This design comes from an exercise in tuning for small area, a short achievable clock period and few clock cycles on the open sky130 flow, not from production work.
Only simulation tests tie the RTL to the original design; equivalence was not proved.

==> flow/design.v (excerpt) <==
module grd_sha256 (
    input  wire         clk,
    input  wire         rst,         
    input  wire         in_valid,
    output wire         in_ready,
    input  wire [31:0]  in_word,
    output reg          out_valid,
    output wire [255:0] out_dig
);
    localparam [31:0] IV0 = 32'h6a09e667, IV1 = 32'hbb67ae85,
                      IV2 = 32'h3c6ef372, IV3 = 32'ha54ff53a,
                      IV4 = 32'h510e527f, IV5 = 32'h9b05688c,
                      IV6 = 32'h1f83d9ab, IV7 = 32'h5be0cd19;
    reg  [7:0]   n;
    reg  [5:0]   sc;      
    reg  [31:0]  a, b, c, d, e, f, g, h;
    reg  [479:0] wq;      
    reg  [31:0]  ps, pc;  
    reg  [31:0]  kreg;    
    reg  [31:0]  wnew;    
    reg          vr;      
    wire [31:0] w [1:15];
    genvar gi;
    generate for (gi = 1; gi < 16; gi = gi + 1) begin : g_w
        assign w[gi] = wq[32*(gi-1) +: 32];
    end endgenerate
    reg  f_load, f_ffa, f_ffb, f_rot, f_wh, f_wsched, f_wins;
    reg  f_last, f_n0;
    reg  [3:0] f_ffs;     
    reg  sz;              
    reg  stall, pass;
    reg  rdy;             
    wire take  = f_load & vr & sz;              
    wire ff    = f_ffa | f_ffb;
    assign in_ready = rdy;
    wire acc = in_valid & rdy;
    wire [7:0] n1   = (n == 8'd136) ? 8'd0 : n + 8'd1;
    wire [7:0] nn   = stall ? n : n1;           
    wire       vr_n = acc;                   
    function [5:0] inc60(input [5:0] x);
        inc60 = (x == 6'd59) ? 6'd0 : x + 6'd1;
    endfunction
    wire [5:0] sc_n = (stall & ~f_n0) ? inc60(sc) : sc;    
    wire       load_n  = (nn < 8'd16);
    wire       n0_n    = (nn == 8'd0);
    wire       ffa_n   = (nn >= 8'd65) & (nn <= 8'd68);
    wire       ffb_n   = (nn >= 8'd133);
    wire       stall_n = load_n & ~(vr_n & (sc_n == 6'd0));
    wire [7:0] nn2  = stall_n ? nn : (nn == 8'd136) ? 8'd0 : nn + 8'd1;
  ...
Size in the first run: about 290 I/O pins, ~43000 µm² of cells after synthesis.
==> flow/config.mk <==
export PLATFORM = sky130hd
export DESIGN_NAME = grd_sha256
export DESIGN_NICKNAME = grd_sha256
export VERILOG_FILES = /design/flow/design.v
export SDC_FILE = /design/flow/constraint.sdc
export NUM_CORES = 4
export LEC_CHECK = 0
export CAP_MARGIN = 20
export CORE_MARGIN = 2
export CORE_UTILIZATION = 40
export PLACE_DENSITY = 0.6
export SLEW_MARGIN = 20
==> flow/constraint.sdc <==
create_clock -name core_clock -period 12.0 [get_ports {clk}]
set_input_delay 2.4000 -clock core_clock [delete_from_list [all_inputs] [get_ports {clk}]]
set_output_delay 2.4000 -clock core_clock [all_outputs]
set_load 0.01 [all_outputs]
standard.sh (not shown) runs the stock make flow with config.mk's settings and CLKGATE_MAP_FILE= SYNTH_SCRIPT=/design/flow/synth_recipe.tcl, a recipe that flattens the netlist after the stock synthesis.
==> flow/flow/run.sh <==
#!/bin/bash
# Layout flow: the standard flow (standard.sh: ORFS's synthesis and
# steps), with these changes to how the layout is made:
#  - the timing repair aims at a larger setup margin (8 ns), for the 5% worst
#    endpoints, so that the layout runs at a shorter period than the 12 ns
#    constraint requires;
#  - ABC maps with its area script;
#  - the port buffers that global placement inserts are buf_2 cells;
#  - a floorplan at 40% core utilisation, placement density 0.55.
# The full make output goes to standard_flow.log; ORFS keeps each step's log
# under orfs/logs.
set -euo pipefail
bash standard.sh SETUP_SLACK_MARGIN=8 TNS_END_PERCENT=5 ABC_AREA=1 \
  CORE_UTILIZATION=40 PLACE_DENSITY=0.55 \
  "BUFFER_PORTS_ARGS=-buffer_cell sky130_fd_sc_hd__buf_2" \
  finish > standard_flow.log 2>&1
The baseline completed without violations.
Testbench counts at the start, summed over its fixed seeds: cycles 82,212.
Rerun with:
--- a/flow/flow/run.sh
+++ b/flow/flow/run.sh
@@ -7,10 +7,10 @@
 #  - ABC maps with its area script;
 #  - the port buffers that global placement inserts are buf_2 cells;
-#  - a floorplan at 40% core utilisation, placement density 0.55.
+#  - a denser floorplan (55% core utilisation, placement density 0.7).
 # The full make output goes to standard_flow.log; ORFS keeps each step's log
 # under orfs/logs.
 set -euo pipefail
 bash standard.sh SETUP_SLACK_MARGIN=8 TNS_END_PERCENT=5 ABC_AREA=1 \
-  CORE_UTILIZATION=40 PLACE_DENSITY=0.55 \
+  CORE_UTILIZATION=55 PLACE_DENSITY=0.7 \
   "BUFFER_PORTS_ARGS=-buffer_cell sky130_fd_sc_hd__buf_2" \
   finish > standard_flow.log 2>&1
What happened:
- routed wire length decreases by 3.7%

==> re-timing with driven ports <==
The results above use ideal ports. As a check the final layouts listed here were re-extracted and re-timed, cells and wires unchanged. Step 1, drivers: a clkbuf_16 drives clk and a buf_2 each remaining input, both assumed. Step 2 also shifts input and output timing later by t, the mid clock arrival at the registers, as if the neighbouring blocks saw the same clock. Slacks: no drivers / after step 1 / after step 2; pairs: no drivers / after step 1.
run	t (ns)	slack for setup (ns)	pins driven straight from the clock port
the first run	0.767	7.755 / 7.755 / 7.402	1
the second run	0.756	7.575 / 7.575 / 7.303	1
After both steps every run listed still meets setup and hold. The setup slack of the first run, which loses most, moves by 0.000 ns with the drivers and by -0.353 ns with both steps.
